Context: an optimization exercise on an open-source flow, tuned for small area, a short achievable clock period and few clock cycles per item. The choices shown serve that exercise and are no tape-out recipe.
The RTL was checked by simulation tests, not by an equivalence proof against the original design.

==> module edge_predict, before the edit <==
module edge_predict (
  input  wire        clk,
  input  wire        rst,       
  input  wire        start,     
  input  wire [63:0] t_a,       
  input  wire [63:0] t_b,       
  input  wire [63:0] w_a,       
  input  wire [63:0] w_b,       
  input  wire [63:0] x,         
  output reg         busy,
  output reg         done,      
  output wire [63:0] result     
);
  localparam KD  = 3;                        
  localparam KM  = 6;                        
  localparam NG  = (32 + KM - 1) / KM;       
  localparam WM  = NG * KM;                  
  localparam PAD = (KD - (9 % KD)) % KD;
  localparam B   = 8 + WM + KD + PAD;        
  localparam WE  = KD + PAD;                 
  localparam WV  = WE + 57 + WM;             
  localparam C0  = (9 + KD + PAD) / KD;      
  localparam WS  = 64;                       
  localparam [2:0] S_IDLE = 3'd0, S_PREP = 3'd1, S_MUL = 3'd2, S_NORM = 3'd3,
                   S_DIV = 3'd4, S_FIN = 3'd5;
  reg  [2:0]    state;
  reg  [63:0]   T;         
  reg  [63:0]   A;         
  reg  [WV-1:0] V;         
  reg  [47:0]   D;         
  reg  [NG-1:0] TH;        
  reg  [5:0]    cnt;       
  reg           first;     
  assign result = T;
  wire [56:0] acc  = V[56+WM:WM];
  wire [WM-1:0] mq = V[WM-1:0];
  wire        prep = (state == S_PREP);
  wire        fin  = (state == S_FIN);
  wire        mul  = (state == S_MUL);
  reg  [WS-1:0] cs_s, cs_c, pp, t_s;
  integer j;
  always @* begin
    cs_s = fin ? T : {{(WS-57){acc[56]}}, acc};
    cs_c = {{(WS-1){1'b0}}, prep | (fin & ~V[WV-1])};
    for (j = 0; j < KM; j = j + 1) begin
      if (j == 0)
        pp = (prep | fin | mq[0]) ? A : {WS{1'b0}};
      else
        pp = (mul & mq[j]) ? (A << j) : {WS{1'b0}};
      t_s  = cs_s ^ cs_c ^ pp;
      cs_c = ((cs_s & cs_c) | (cs_s & pp) | (cs_c & pp)) << 1;
      cs_s = t_s;
    end
  end
  wire [WS-1:0] msum = cs_s + cs_c;
  wire [WM-1:0] m_next = {msum[KM-1:0], mq[WM-1:KM]};
  reg  [NG-1:0] grp_nz;
  integer g;
  always @* begin
    for (g = 0; g < NG; g = g + 1)
      grp_nz[g] = |m_next[g*KM +: KM];
  end
  wire mul_more = |(grp_nz & (TH >> 1));
  wire norm_shift = (D[47:48-KD] == {KD{1'b0}}) && (D[47-KD:0] != {(48-KD){1'b0}});
  wire [47:0] D_sh = norm_shift ? {D[47-KD:0], {KD{1'b0}}} : D;
  wire norm_more = (D_sh[47:48-KD] == {KD{1'b0}}) && (D_sh[47-KD:0] != {(48-KD){1'b0}});
  reg [48:0] r;
  reg [49:0] ds;
  reg [KD-1:0] dig;
  integer k;
  always @* begin
    r = V[WV-1:B];
    for (k = 0; k < KD; k = k + 1) begin
      dig[KD-1-k] = ~r[48];
      ds = {r, V[B-1-k]} + (r[48] ? {2'b00, D} : ~{2'b00, D}) + {49'd0, ~r[48]};
      r  = ds[48:0];
    end
  end
  wire s0 = V[WV-1];
  wire [63:0] q_next = first ? {{(64-KD+1){s0}}, dig[KD-2:0]}
                             : {A[63-KD:0], dig};
  wire [31:0] dt  = T[31:0] - V[31:0];
  reg  [NG-1:0] g_hi, g_lo;
  reg           w3, above;
  integer h;
  always @* begin
    w3 = 1'b0; above = 1'b0;
    for (h = NG - 1; h >= 0; h = h - 1) begin
      g_hi[h] = |(({{(WM-32){1'b0}}, dt} >> (h*KM+3)) & 3'b111);
      g_lo[h] = |(({{(WM-32){1'b0}}, dt} >> (h*KM)) & 3'b111);
      if (!above && !g_hi[h] && g_lo[h]) w3 = 1'b1;
      above = above | g_hi[h] | g_lo[h];
    end
  end
  wire [WM-1:0] dt_al = w3 ? ({{(WM-32){1'b0}}, dt} << 3) : {{(WM-32){1'b0}}, dt};
  wire [47:0] dwn = A[47:0] + D;             
  wire [56:0] dx0 = msum[56:0];
  wire        za  = (dx0[56:50] == {7{dx0[56]}});
  wire [56:0] dx1 = za ? {dx0[50:0], 6'd0} : dx0;
  wire        zb  = (dx1[56:50] == {7{dx1[56]}});
  wire [56:0] dx2 = zb ? {dx1[50:0], 6'd0} : dx1;
  wire        zc  = (dx2[56:53] == {4{dx2[56]}}) & ~(za & zb & w3);
  wire [56:0] dx3 = zc ? {dx2[53:0], 3'd0} : dx2;
  wire [5:0]  c0z = C0 - {4'd0, za, 1'b0} - {4'd0, zb, 1'b0} - {5'd0, zc} - {5'd0, w3};
  always @(posedge clk) begin
    if (rst) begin
      state <= S_IDLE;
      busy  <= 1'b0;
      done  <= 1'b0;
    end else begin
      done <= 1'b0;
      case (state)
        S_IDLE: if (start) begin
          state <= S_PREP;
          busy  <= 1'b1;
        end
        S_PREP: state <= S_MUL;
        S_MUL:  if (!mul_more) state <= norm_more ? S_NORM : S_DIV;
        S_NORM: if (!norm_more) state <= S_DIV;
        S_DIV:  if (cnt == 6'd1) state <= S_FIN;
        S_FIN: begin
          state <= S_IDLE;
          busy  <= 1'b0;
          done  <= 1'b1;
        end
        default: state <= S_IDLE;
      endcase
    end
  end
  always @(posedge clk) begin
    first <= 1'b0;
    case (state)
      S_IDLE: begin              
        T <= t_a;
        A <= {7'd0, ~w_a[56:0]};
        V <= {{WE{1'b0}}, x[56:0], {(WM-32){1'b0}}, t_b[31:0]};
        D <= w_b[47:0];
      end
      S_PREP: begin
        A   <= {{7{dx3[56]}}, dx3};
        V   <= {{(WE+57){1'b0}}, dt_al};
        D   <= ~dwn;
        TH  <= {NG{1'b1}};
        cnt <= c0z;
      end
      S_MUL: begin
        V   <= {{WE{msum[56+KM]}}, msum[56+KM:KM], m_next};
        TH  <= TH >> 1;
        D   <= D_sh;
        cnt <= cnt + KM/KD + {5'd0, norm_shift};
        first <= 1'b1;
      end
      S_NORM: begin
        D   <= D_sh;
        cnt <= cnt + {5'd0, norm_shift};
        first <= 1'b1;
      end
      S_DIV: begin
        V   <= {r, V[B-1:0] << KD};
        A   <= q_next;
        cnt <= cnt - 6'd1;
      end
      S_FIN: T <= msum;
      default: ;
    endcase
  end
endmodule
clock: 50.0 ns
lec_check: 0
cap_margin: 20
core_margin: 2
core_utilization: 40
slew_margin: 20
run.sh (not shown) runs the stock make flow with config.mk's settings and CLKGATE_MAP_FILE= SYNTH_SCRIPT=/design/flow/synth_recipe.tcl, a recipe that flattens the netlist after the stock synthesis.
Testbench counts at the start, summed over its fixed seeds: cycles 9,442, items 512.
==> next run, changes <==
--- a/flow/design.v
+++ b/flow/design.v
@@ -19,9 +19,9 @@
   localparam B   = 8 + WM + KD + PAD;        
   localparam WE  = KD + PAD;                 
   localparam WV  = WE + 57 + WM;             
   localparam C0  = (9 + KD + PAD) / KD;      
-  localparam WS  = 64;                       
+  localparam WS  = 57 + KM;                  
   localparam [2:0] S_IDLE = 3'd0, S_PREP = 3'd1, S_MUL = 3'd2, S_NORM = 3'd3,
                    S_DIV = 3'd4, S_FIN = 3'd5;
   reg  [2:0]    state;
   reg  [63:0]   T;         
@@ -34,20 +34,18 @@
   assign result = T;
   wire [56:0] acc  = V[56+WM:WM];
   wire [WM-1:0] mq = V[WM-1:0];
   wire        prep = (state == S_PREP);
-  wire        fin  = (state == S_FIN);
-  wire        mul  = (state == S_MUL);
   reg  [WS-1:0] cs_s, cs_c, pp, t_s;
   integer j;
   always @* begin
-    cs_s = fin ? T : {{(WS-57){acc[56]}}, acc};
-    cs_c = {{(WS-1){1'b0}}, prep | (fin & ~V[WV-1])};
+    cs_s = {{KM{acc[56]}}, acc};
+    cs_c = {{(WS-1){1'b0}}, prep};
     for (j = 0; j < KM; j = j + 1) begin
-      if (j == 0)
-        pp = (prep | fin | mq[0]) ? A : {WS{1'b0}};
+      if (prep)
+        pp = (j == 0) ? {{KM{A[56]}}, A[56:0]} : {WS{1'b0}};
       else
-        pp = (mul & mq[j]) ? (A << j) : {WS{1'b0}};
+        pp = mq[j] ? ({{KM{A[56]}}, A[56:0]} << j) : {WS{1'b0}};
       t_s  = cs_s ^ cs_c ^ pp;
       cs_c = ((cs_s & cs_c) | (cs_s & pp) | (cs_c & pp)) << 1;
       cs_s = t_s;
     end
@@ -79,30 +77,18 @@
   wire s0 = V[WV-1];
   wire [63:0] q_next = first ? {{(64-KD+1){s0}}, dig[KD-2:0]}
                              : {A[63-KD:0], dig};
   wire [31:0] dt  = T[31:0] - V[31:0];
-  reg  [NG-1:0] g_hi, g_lo;
-  reg           w3, above;
-  integer h;
-  always @* begin
-    w3 = 1'b0; above = 1'b0;
-    for (h = NG - 1; h >= 0; h = h - 1) begin
-      g_hi[h] = |(({{(WM-32){1'b0}}, dt} >> (h*KM+3)) & 3'b111);
-      g_lo[h] = |(({{(WM-32){1'b0}}, dt} >> (h*KM)) & 3'b111);
-      if (!above && !g_hi[h] && g_lo[h]) w3 = 1'b1;
-      above = above | g_hi[h] | g_lo[h];
-    end
-  end
-  wire [WM-1:0] dt_al = w3 ? ({{(WM-32){1'b0}}, dt} << 3) : {{(WM-32){1'b0}}, dt};
   wire [47:0] dwn = A[47:0] + D;             
   wire [56:0] dx0 = msum[56:0];
   wire        za  = (dx0[56:50] == {7{dx0[56]}});
   wire [56:0] dx1 = za ? {dx0[50:0], 6'd0} : dx0;
   wire        zb  = (dx1[56:50] == {7{dx1[56]}});
   wire [56:0] dx2 = zb ? {dx1[50:0], 6'd0} : dx1;
-  wire        zc  = (dx2[56:53] == {4{dx2[56]}}) & ~(za & zb & w3);
+  wire        zc  = (dx2[56:53] == {4{dx2[56]}});
   wire [56:0] dx3 = zc ? {dx2[53:0], 3'd0} : dx2;
-  wire [5:0]  c0z = C0 - {4'd0, za, 1'b0} - {4'd0, zb, 1'b0} - {5'd0, zc} - {5'd0, w3};
+  wire [5:0]  c0z = C0 - {4'd0, za, 1'b0} - {4'd0, zb, 1'b0} - {5'd0, zc};
+  wire [63:0] fin_sum = T + A + {63'd0, ~V[WV-1]};
   always @(posedge clk) begin
     if (rst) begin
       state <= S_IDLE;
       busy  <= 1'b0;
@@ -137,15 +123,15 @@
         D <= w_b[47:0];
       end
       S_PREP: begin
         A   <= {{7{dx3[56]}}, dx3};
-        V   <= {{(WE+57){1'b0}}, dt_al};
+        V   <= {{(WE+57){1'b0}}, {(WM-32){1'b0}}, dt};
         D   <= ~dwn;
         TH  <= {NG{1'b1}};
         cnt <= c0z;
       end
       S_MUL: begin
-        V   <= {{WE{msum[56+KM]}}, msum[56+KM:KM], m_next};
+        V   <= {{WE{msum[WS-1]}}, msum[WS-1:KM], m_next};
         TH  <= TH >> 1;
         D   <= D_sh;
         cnt <= cnt + KM/KD + {5'd0, norm_shift};
         first <= 1'b1;
@@ -159,9 +145,9 @@
         V   <= {r, V[B-1:0] << KD};
         A   <= q_next;
         cnt <= cnt - 6'd1;
       end
-      S_FIN: T <= msum;
+      S_FIN: T <= fin_sum;
       default: ;
     endcase
   end
 endmodule
What happened: Final cell count goes up by about 3.7%. Hold slack is worse by 12 ps. Non-clock buffer count is higher by 2. Routed wire length is lower by 8.7%. Utilization hardly moves. Setup slack gains 890 ps. Synthesized cell count came out higher by 2.9%.
Testbench counts after the change, summed over its fixed seeds: cycles 9,584, items 512.

==> port drivers added, routing unchanged <==
The flow's constraints put no driver on any port. The routed layouts listed below were extracted and timed again, unchanged, in two steps. Step 1 assumes that a clkbuf_16 drives the clock port and a buf_2 every other input. Step 2 moves the port delays by t, midway between the first and last clock arrival at a register: inputs arrive t later, outputs are due t later. That takes back most of the time a late clock gives input paths. Three values: ideal ports, drivers, drivers and shift; two values: the first two.
run	t, ns	setup slack, ns	cell pins on the clock port's net
the first run	0.724	35.202 / 35.202 / 35.202	1
the second run	0.693	36.088 / 36.088 / 36.088	1
After both steps setup and hold are still met in every run listed.
